This is an optimization exercise on Yosys and OpenROAD, whose aim is small area and a short achievable clock period, not a production implementation. At most, simulation tests tie the RTL to the original design; equivalence was not proved. No activity file was given, so power comes from the tool's default toggle rates.

== zinc ==
==> flow/design.v <==
module qos_out_arb (
    input  wire        clk,
    input  wire        rst,           
    input  wire [17:0] cfg_level,     
    input  wire [71:0] cfg_weight,    
    input  wire [7:0]  cfg_starve,    
    input  wire        arb_en,        
    input  wire [9:0]  req,           
    input  wire [35:0] req_cells,     
    output wire        gnt_valid,
    output wire [3:0]  gnt_id,
    output wire [15:0] starve_promotions
);
    localparam N = 9;
    reg        [1:0] lvl      [0:N-1];    
    reg        [7:0] used     [0:N-1];
    reg        [3:0] ptr      [0:3];
    reg        [5:0] wait_lo  [0:N-1];    
    reg        [7:0] wait_hi  [0:N-1];    
    reg       [15:0] promo_cnt;
    assign starve_promotions = promo_cnt;
    reg  [N-1:0] starved;
    reg  [2:0]   key [0:N-1];
    reg  [N-1:0] beats [0:N-1];    
    reg  [N-1:0] first;            
    reg  [N-1:0] onehot;           
    reg  [N-1:0] passed;
    reg  [3:0]   win;
    reg  [3:0]   win_next;
    reg  [1:0]   win_level;
    integer e, j;
    always @(*) begin
        for (e = 0; e < N; e = e + 1) begin
            starved[e] = lvl[e] == 2'd0 && cfg_level[2*e +: 2] != 2'd0;
            key[e] = {lvl[e], e < ptr[lvl[e]]};
        end
        for (e = 0; e < N; e = e + 1)
            for (j = 0; j < N; j = j + 1)
                beats[e][j] = (e < j) ? key[e] <= key[j] : key[e] < key[j];
        for (e = 0; e < N; e = e + 1) begin
            first[e] = 1'b1;
            for (j = 0; j < N; j = j + 1)
                if (j != e && req[j] && !beats[e][j])
                    first[e] = 1'b0;
        end
        onehot = first & req[8:0];
        win = 4'd0;
        win_next = 4'd0;
        win_level = 2'd0;
        for (e = 0; e < N; e = e + 1)
            if (onehot[e]) begin
                win = win | e;
                win_next = win_next | ((e + 1) % N);
                win_level = win_level | lvl[e];
            end
        for (e = 0; e < N; e = e + 1)
            passed[e] = first[e] & ~req[e] & (lvl[e] == win_level) & |req[8:0];
    end
    assign gnt_valid = arb_en & |req;
    assign gnt_id    = req[9] ? 4'd9 : win;
    wire grant_entry = arb_en & ~req[9];    
    reg  [7:0] u_w;
    reg  [7:0] w_w;
    reg  [3:0] c_w;
    reg  [8:0] s;             
    reg  [9:0] t;             
    reg        refill;        
    reg  [4:0] lim;           
    reg  [7:0] used_new;
    always @(*) begin
        u_w = 8'd0;
        w_w = 8'd0;
        c_w = 4'd0;
        for (e = 0; e < N; e = e + 1)
            if (onehot[e]) begin
                u_w = u_w | used[e];
                w_w = w_w | cfg_weight[8*e +: 8];
                c_w = c_w | req_cells[4*e +: 4];
            end
        s = {1'b0, u_w} + {5'd0, c_w} + 9'd1;
        t = {1'b0, s} - {2'b00, w_w};
        refill = ~t[9];
        lim = {1'b0, w_w[3:0]} + 5'd9;
        if (!refill)
            used_new = s[7:0];
        else if (w_w[7:4] == 4'd0 && t[4:0] > lim)
            used_new = {3'd0, lim};
        else
            used_new = {3'd0, t[4:0]};
    end
    wire [7:0] wait_hi_zero = 8'd0 - cfg_starve;
    wire       guard_off = cfg_starve == 8'd0;
    reg  [N-1:0] gi, clr, hit, promo, lo_end;
    reg  [3:0]   promo_add;
    integer i;
    always @(*) begin
        promo_add = 4'd0;
        for (i = 0; i < N; i = i + 1) begin
            gi[i]    = grant_entry & onehot[i];
            clr[i]   = cfg_level[2*i +: 2] == 2'd0 || guard_off || !req[i];
            lo_end[i] = wait_lo[i] == 6'b100000;
            hit[i]   = lo_end[i] && &wait_hi[i];
            promo[i] = !gi[i] && !clr[i] && hit[i] && !starved[i];
            promo_add = promo_add + {3'd0, promo[i]};
        end
    end
    always @(posedge clk) begin
        for (i = 0; i < N; i = i + 1) begin
            if (rst || (grant_entry && passed[i]))
                used[i] <= 8'd0;
            else if (gi[i])
                used[i] <= used_new;
            if (rst || gi[i] || clr[i] || hit[i]) begin
                wait_lo[i] <= 6'd0;
                wait_hi[i] <= wait_hi_zero;
            end else begin
                wait_lo[i] <= {wait_lo[i][4:0],
                               wait_lo[i][5] ^ wait_lo[i][4] ^ (wait_lo[i][4:0] == 5'd0)};
                wait_hi[i] <= wait_hi[i] + {7'd0, lo_end[i]};
            end
            if (rst || gi[i])
                lvl[i] <= cfg_level[2*i +: 2];
            else if (promo[i])
                lvl[i] <= 2'd0;
        end
        for (i = 0; i < 4; i = i + 1)
            if (rst)
                ptr[i] <= 4'd0;
            else if (grant_entry && |onehot && refill && win_level == i)
                ptr[i] <= win_next;
        if (rst)
            promo_cnt <= 16'd0;
        else
            promo_cnt <= promo_cnt + {12'd0, promo_add};
    end
endmodule
clock: 26.0 ns
lec_check: 0
cap_margin: 20
core_margin: 2
core_utilization: 55
place_density: 0.7
slew_margin: 20
standard.sh (not shown) runs the stock make flow with config.mk's settings and CLKGATE_MAP_FILE= SYNTH_SCRIPT=/design/flow/synth_recipe.tcl, a recipe that flattens the netlist after the stock synthesis.
==> flow/flow/run.sh <==
#!/bin/bash
# The standard layout with these changes:
# * synthesis maps the logic with flow/area.abc, an area-oriented ABC script
#   (flow/synth.tcl is synth_recipe.tcl with the abc call pointed at it), and
#   leaves adders to ABC instead of mapping them to full-adder cells first;
#   the registers come out of the same steps as in the standard synthesis;
# * each port gets a plain buf_1 instead of the delay buffer buffer_ports picks,
#   and after global placement flow/upsize_ports.tcl makes the buffers of the
#   ports on the request-to-grant path buf_4 (inputs) and buf_2 (outputs);
# * clock tree synthesis uses smaller clock buffers and no dummy loads.
set -uo pipefail
F=$PWD/flow
export MY_ABC_SCRIPT=$F/area.abc
export BUFFER_PORTS_ARGS="-buffer_cell sky130_fd_sc_hd__buf_1"
export POST_GLOBAL_PLACE_TCL=$F/upsize_ports.tcl
export CTS_ARGS="-sink_clustering_enable -repair_clock_nets -dont_use_dummy_load -buf_list {sky130_fd_sc_hd__clkbuf_8} -sink_clustering_size 12 -sink_clustering_max_diameter 80"
bash standard.sh SYNTH_SCRIPT=$F/synth.tcl ADDER_MAP_FILE= finish > standard.log 2>&1
==> flow/flow/area.abc <==
strash
dc2
&get -n
&dch -f
&nf -R 1000
&put
topo
stime -c
==> flow/flow/synth.tcl <==
proc synth {args} { yosys synth -nofsm -noshare {*}$args }
proc abc {args} {
  set i [lsearch -exact $args -script]
  if {$i >= 0 && [info exists ::env(MY_ABC_SCRIPT)]} { lset args [expr {$i + 1}] $::env(MY_ABC_SCRIPT) }
  yosys abc {*}$args
}
source $::env(SCRIPTS_DIR)/synth.tcl
# left out here: clear keep_hierarchy, flatten, clean up, hide names made inside functions, write 1_2_yosys.v
==> flow/flow/upsize_ports.tcl <==
# Port buffers start as buf_1; the ports on the request-to-grant path get stronger ones.
set block [ord::get_db_block]
foreach bterm [$block getBTerms] {
  set name [$bterm getName]
  if {[regexp {^(req\[\d+\]|arb_en)$} $name]} {
    set cell sky130_fd_sc_hd__buf_4
  } elseif {[regexp {^(gnt_id\[\d+\]|gnt_valid)$} $name]} {
    set cell sky130_fd_sc_hd__buf_2
  } else {
    continue
  }
  set net [$bterm getNet]
  foreach iterm [$net getITerms] {
    set inst [$iterm getInst]
    if {[string match "sky130_fd_sc_hd__buf_*" [[$inst getMaster] getName]]} {
      replace_cell [$inst getName] $cell
    }
  }
}
Input changes introduced in quartz (baseline for comparison: zinc):
diff --git a/flow/design.v b/flow/design.v
--- a/flow/design.v
+++ b/flow/design.v
@@ -13,12 +13,11 @@
 );
     localparam N = 9;
     reg        [1:0] lvl      [0:N-1];    
     reg        [7:0] used     [0:N-1];
     reg        [3:0] ptr      [0:3];
-    reg        [5:0] wait_lo  [0:N-1];    
-    reg        [7:0] wait_hi  [0:N-1];    
+    reg       [13:0] wait_cnt [0:N-1];    
     reg       [15:0] promo_cnt;
     assign starve_promotions = promo_cnt;
     reg  [N-1:0] starved;
     reg  [2:0]   key [0:N-1];
     reg  [N-1:0] beats [0:N-1];    
@@ -86,40 +85,35 @@
         else if (w_w[7:4] == 4'd0 && t[4:0] > lim)
             used_new = {3'd0, lim};
         else
             used_new = {3'd0, t[4:0]};
     end
-    wire [7:0] wait_hi_zero = 8'd0 - cfg_starve;
+    wire [13:0] wait_zero = {8'd0 - cfg_starve, 6'd0};
     wire       guard_off = cfg_starve == 8'd0;
-    reg  [N-1:0] gi, clr, hit, promo, lo_end;
+    reg  [N-1:0] gi, clr, hit, promo;
     reg  [3:0]   promo_add;
     integer i;
     always @(*) begin
         promo_add = 4'd0;
         for (i = 0; i < N; i = i + 1) begin
             gi[i]    = grant_entry & onehot[i];
             clr[i]   = cfg_level[2*i +: 2] == 2'd0 || guard_off || !req[i];
-            lo_end[i] = wait_lo[i] == 6'b100000;
-            hit[i]   = lo_end[i] && &wait_hi[i];
+            hit[i]   = &wait_cnt[i];
             promo[i] = !gi[i] && !clr[i] && hit[i] && !starved[i];
             promo_add = promo_add + {3'd0, promo[i]};
         end
     end
     always @(posedge clk) begin
         for (i = 0; i < N; i = i + 1) begin
             if (rst || (grant_entry && passed[i]))
                 used[i] <= 8'd0;
             else if (gi[i])
                 used[i] <= used_new;
-            if (rst || gi[i] || clr[i] || hit[i]) begin
-                wait_lo[i] <= 6'd0;
-                wait_hi[i] <= wait_hi_zero;
-            end else begin
-                wait_lo[i] <= {wait_lo[i][4:0],
-                               wait_lo[i][5] ^ wait_lo[i][4] ^ (wait_lo[i][4:0] == 5'd0)};
-                wait_hi[i] <= wait_hi[i] + {7'd0, lo_end[i]};
-            end
+            if (rst || gi[i] || clr[i] || hit[i])
+                wait_cnt[i] <= wait_zero;
+            else
+                wait_cnt[i] <= wait_cnt[i] + 14'd1;
             if (rst || gi[i])
                 lvl[i] <= cfg_level[2*i +: 2];
             else if (promo[i])
                 lvl[i] <= 2'd0;
         end
[summary]
- On non-clock inverter count in the final layout, the higher figure sits with zinc, not quartz.
- Compared with zinc, quartz supports a higher clock frequency.
- zinc → quartz: critical path depth now sits higher, part of the total power dissipated in sequential elements fell 0.2 points, core occupancy in the finished layout down 1.3 points, non-clock buffer count saw a decrease.
- Diff zinc -> quartz: combinational power has increased; final clock period utilization by the worst path fell by 0.36 points; number of antenna violations at the first check in global routing shows a reduction of 1; clock buffer and inverter area fraction after layout did not really move.
- Number of clock buffer instances in the layout, zinc and quartz: smaller value in quartz
Only the layout flow was run in zinc; the RTL was not checked for function there.


## wip/harbor
RTL: one of the versions met above, not the one the previous note started from.
Size in the first run: roughly 1600 cells after synthesis, ~250 flip-flops, roughly 170 I/O pins.
==> module qos_out_arb, before the edit <==
module qos_out_arb (
    input  wire        clk,
    input  wire        rst,           
    input  wire [17:0] cfg_level,     
    input  wire [71:0] cfg_weight,    
    input  wire [7:0]  cfg_starve,    
    input  wire        arb_en,        
    input  wire [9:0]  req,           
    input  wire [35:0] req_cells,     
    output wire        gnt_valid,
    output wire [3:0]  gnt_id,
    output wire [15:0] starve_promotions
);
    localparam N = 9;
    reg        [1:0] lvl      [0:N-1];    
    reg        [7:0] used     [0:N-1];
    reg        [3:0] ptr      [0:3];
    reg       [13:0] wait_cnt [0:N-1];    
    reg       [15:0] promo_cnt;
    assign starve_promotions = promo_cnt;
    reg  [N-1:0] starved;
    reg  [2:0]   key [0:N-1];
    reg  [N-1:0] beats [0:N-1];    
    reg  [N-1:0] first;            
    reg  [N-1:0] onehot;           
    reg  [N-1:0] passed;
    reg  [3:0]   win;
    reg  [3:0]   win_next;
    reg  [1:0]   win_level;
    integer e, j;
    always @(*) begin
        for (e = 0; e < N; e = e + 1) begin
            starved[e] = lvl[e] == 2'd0 && cfg_level[2*e +: 2] != 2'd0;
            key[e] = {lvl[e], e < ptr[lvl[e]]};
        end
        for (e = 0; e < N; e = e + 1)
            for (j = 0; j < N; j = j + 1)
                beats[e][j] = (e < j) ? key[e] <= key[j] : key[e] < key[j];
        for (e = 0; e < N; e = e + 1) begin
            first[e] = 1'b1;
            for (j = 0; j < N; j = j + 1)
                if (j != e && req[j] && !beats[e][j])
                    first[e] = 1'b0;
        end
        onehot = first & req[8:0];
        win = 4'd0;
        win_next = 4'd0;
        win_level = 2'd0;
        for (e = 0; e < N; e = e + 1)
            if (onehot[e]) begin
                win = win | e;
                win_next = win_next | ((e + 1) % N);
                win_level = win_level | lvl[e];
            end
        for (e = 0; e < N; e = e + 1)
            passed[e] = first[e] & ~req[e] & (lvl[e] == win_level) & |req[8:0];
    end
    assign gnt_valid = arb_en & |req;
    assign gnt_id    = req[9] ? 4'd9 : win;
    wire grant_entry = arb_en & ~req[9];    
    reg  [7:0] u_w;
    reg  [7:0] w_w;
    reg  [3:0] c_w;
    reg  [8:0] s;             
    reg  [9:0] t;             
    reg        refill;        
    reg  [4:0] lim;           
    reg  [7:0] used_new;
    always @(*) begin
        u_w = 8'd0;
        w_w = 8'd0;
        c_w = 4'd0;
        for (e = 0; e < N; e = e + 1)
            if (onehot[e]) begin
                u_w = u_w | used[e];
                w_w = w_w | cfg_weight[8*e +: 8];
                c_w = c_w | req_cells[4*e +: 4];
            end
        s = {1'b0, u_w} + {5'd0, c_w} + 9'd1;
        t = {1'b0, s} - {2'b00, w_w};
        refill = ~t[9];
        lim = {1'b0, w_w[3:0]} + 5'd9;
        if (!refill)
            used_new = s[7:0];
        else if (w_w[7:4] == 4'd0 && t[4:0] > lim)
            used_new = {3'd0, lim};
        else
            used_new = {3'd0, t[4:0]};
    end
    wire [13:0] wait_zero = {8'd0 - cfg_starve, 6'd0};
    wire       guard_off = cfg_starve == 8'd0;
    reg  [N-1:0] gi, clr, hit, promo;
    reg  [3:0]   promo_add;
    integer i;
    always @(*) begin
        promo_add = 4'd0;
        for (i = 0; i < N; i = i + 1) begin
            gi[i]    = grant_entry & onehot[i];
            clr[i]   = cfg_level[2*i +: 2] == 2'd0 || guard_off || !req[i];
            hit[i]   = &wait_cnt[i];
            promo[i] = !gi[i] && !clr[i] && hit[i] && !starved[i];
            promo_add = promo_add + {3'd0, promo[i]};
        end
    end
    always @(posedge clk) begin
        for (i = 0; i < N; i = i + 1) begin
            if (rst || (grant_entry && passed[i]))
                used[i] <= 8'd0;
            else if (gi[i])
                used[i] <= used_new;
            if (rst || gi[i] || clr[i] || hit[i])
                wait_cnt[i] <= wait_zero;
            else
                wait_cnt[i] <= wait_cnt[i] + 14'd1;
            if (rst || gi[i])
                lvl[i] <= cfg_level[2*i +: 2];
            else if (promo[i])
                lvl[i] <= 2'd0;
        end
        for (i = 0; i < 4; i = i + 1)
            if (rst)
                ptr[i] <= 4'd0;
            else if (grant_entry && |onehot && refill && win_level == i)
                ptr[i] <= win_next;
        if (rst)
            promo_cnt <= 16'd0;
        else
            promo_cnt <= promo_cnt + {12'd0, promo_add};
    end
endmodule
export LEC_CHECK = 0
export CAP_MARGIN = 20
export CORE_MARGIN = 2
export CORE_UTILIZATION = 40
export PLACE_DENSITY = 0.6
export SLEW_MARGIN = 20
create_clock -name core_clock -period 26.0 [get_ports {clk}]
Scripts as last shown in full above: flow/flow/run.sh, flow/flow/area.abc, flow/flow/synth.tcl, flow/flow/upsize_ports.tcl
--- input diff wip/harbor..wip/fjord ---
--- a/flow/design.v
+++ b/flow/design.v
@@ -24,4 +24,5 @@
     reg  [N-1:0] first;            
     reg  [N-1:0] onehot;           
+    reg  [3:0]   any_at;           
     reg  [N-1:0] passed;
     reg  [3:0]   win;
@@ -44,4 +45,10 @@
         end
         onehot = first & req[8:0];
+        any_at = 4'd0;
+        for (e = 0; e < N; e = e + 1)
+            if (req[e])
+                any_at[lvl[e]] = 1'b1;
+        for (e = 0; e < N; e = e + 1)
+            passed[e] = first[e] & ~req[e] & any_at[lvl[e]];
         win = 4'd0;
         win_next = 4'd0;
@@ -53,6 +60,4 @@
                 win_level = win_level | lvl[e];
             end
-        for (e = 0; e < N; e = e + 1)
-            passed[e] = first[e] & ~req[e] & (lvl[e] == win_level) & |req[8:0];
     end
     assign gnt_valid = arb_en & |req;
[summary]
wip/fjord finished all stages; the layout is clean. Relative to wip/harbor, the sequential share of layout area of wip/fjord is lower by 0.78 points. Summary — area of the multi-input gates, wip/fjord relative to wip/harbor: higher, by about 3.3%. The sequential power share of wip/harbor and that of wip/fjord are within noise of each other. Diff wip/fjord..wip/harbor | synthesized-area fraction occupied by adder cells | negligible. From wip/fjord to wip/harbor, final count of hold timing violations did not move at all. Row net count after synthesis: wip/fjord higher / wip/harbor lower. Between wip/fjord and wip/harbor, it is wip/fjord whose post-detailed-route via-to-cell ratio is higher, by 0.13.

==> port drivers added, routing unchanged <==
Ports are ideal in the flow. The routed layouts listed here were re-timed in OpenROAD. Step 1, drivers: a clkbuf_16 drives clk and a buf_2 each remaining input, both assumed. Step 2 times the ports against the registers' clock, not the clock port: input delays grow and output delays shrink by t, the midpoint of the rising clock arrivals with the driver on. a / b / c = no drivers / after step 1 / after step 2; a / b = the first two.
| run | t (ns) | setup slack, ns | slew at the worst register clock pin (ns) |
|---|---|---|---|
| zinc | 0.570 | 13.574 / 13.547 / 13.547 | 0.09 / 0.09 |
| quartz | 0.583 | 13.667 / 13.645 / 13.645 | 0.09 / 0.09 |
| wip/harbor | 0.575 | 13.623 / 13.585 / 13.585 | 0.09 / 0.09 |
| wip/fjord | 0.579 | 13.685 / 13.656 / 13.656 | 0.09 / 0.09 |
After both steps every run listed still meets setup and hold. For wip/harbor, which loses most, drivers alone change the setup slack by -0.038 ns; drivers and shift together by -0.038 ns.
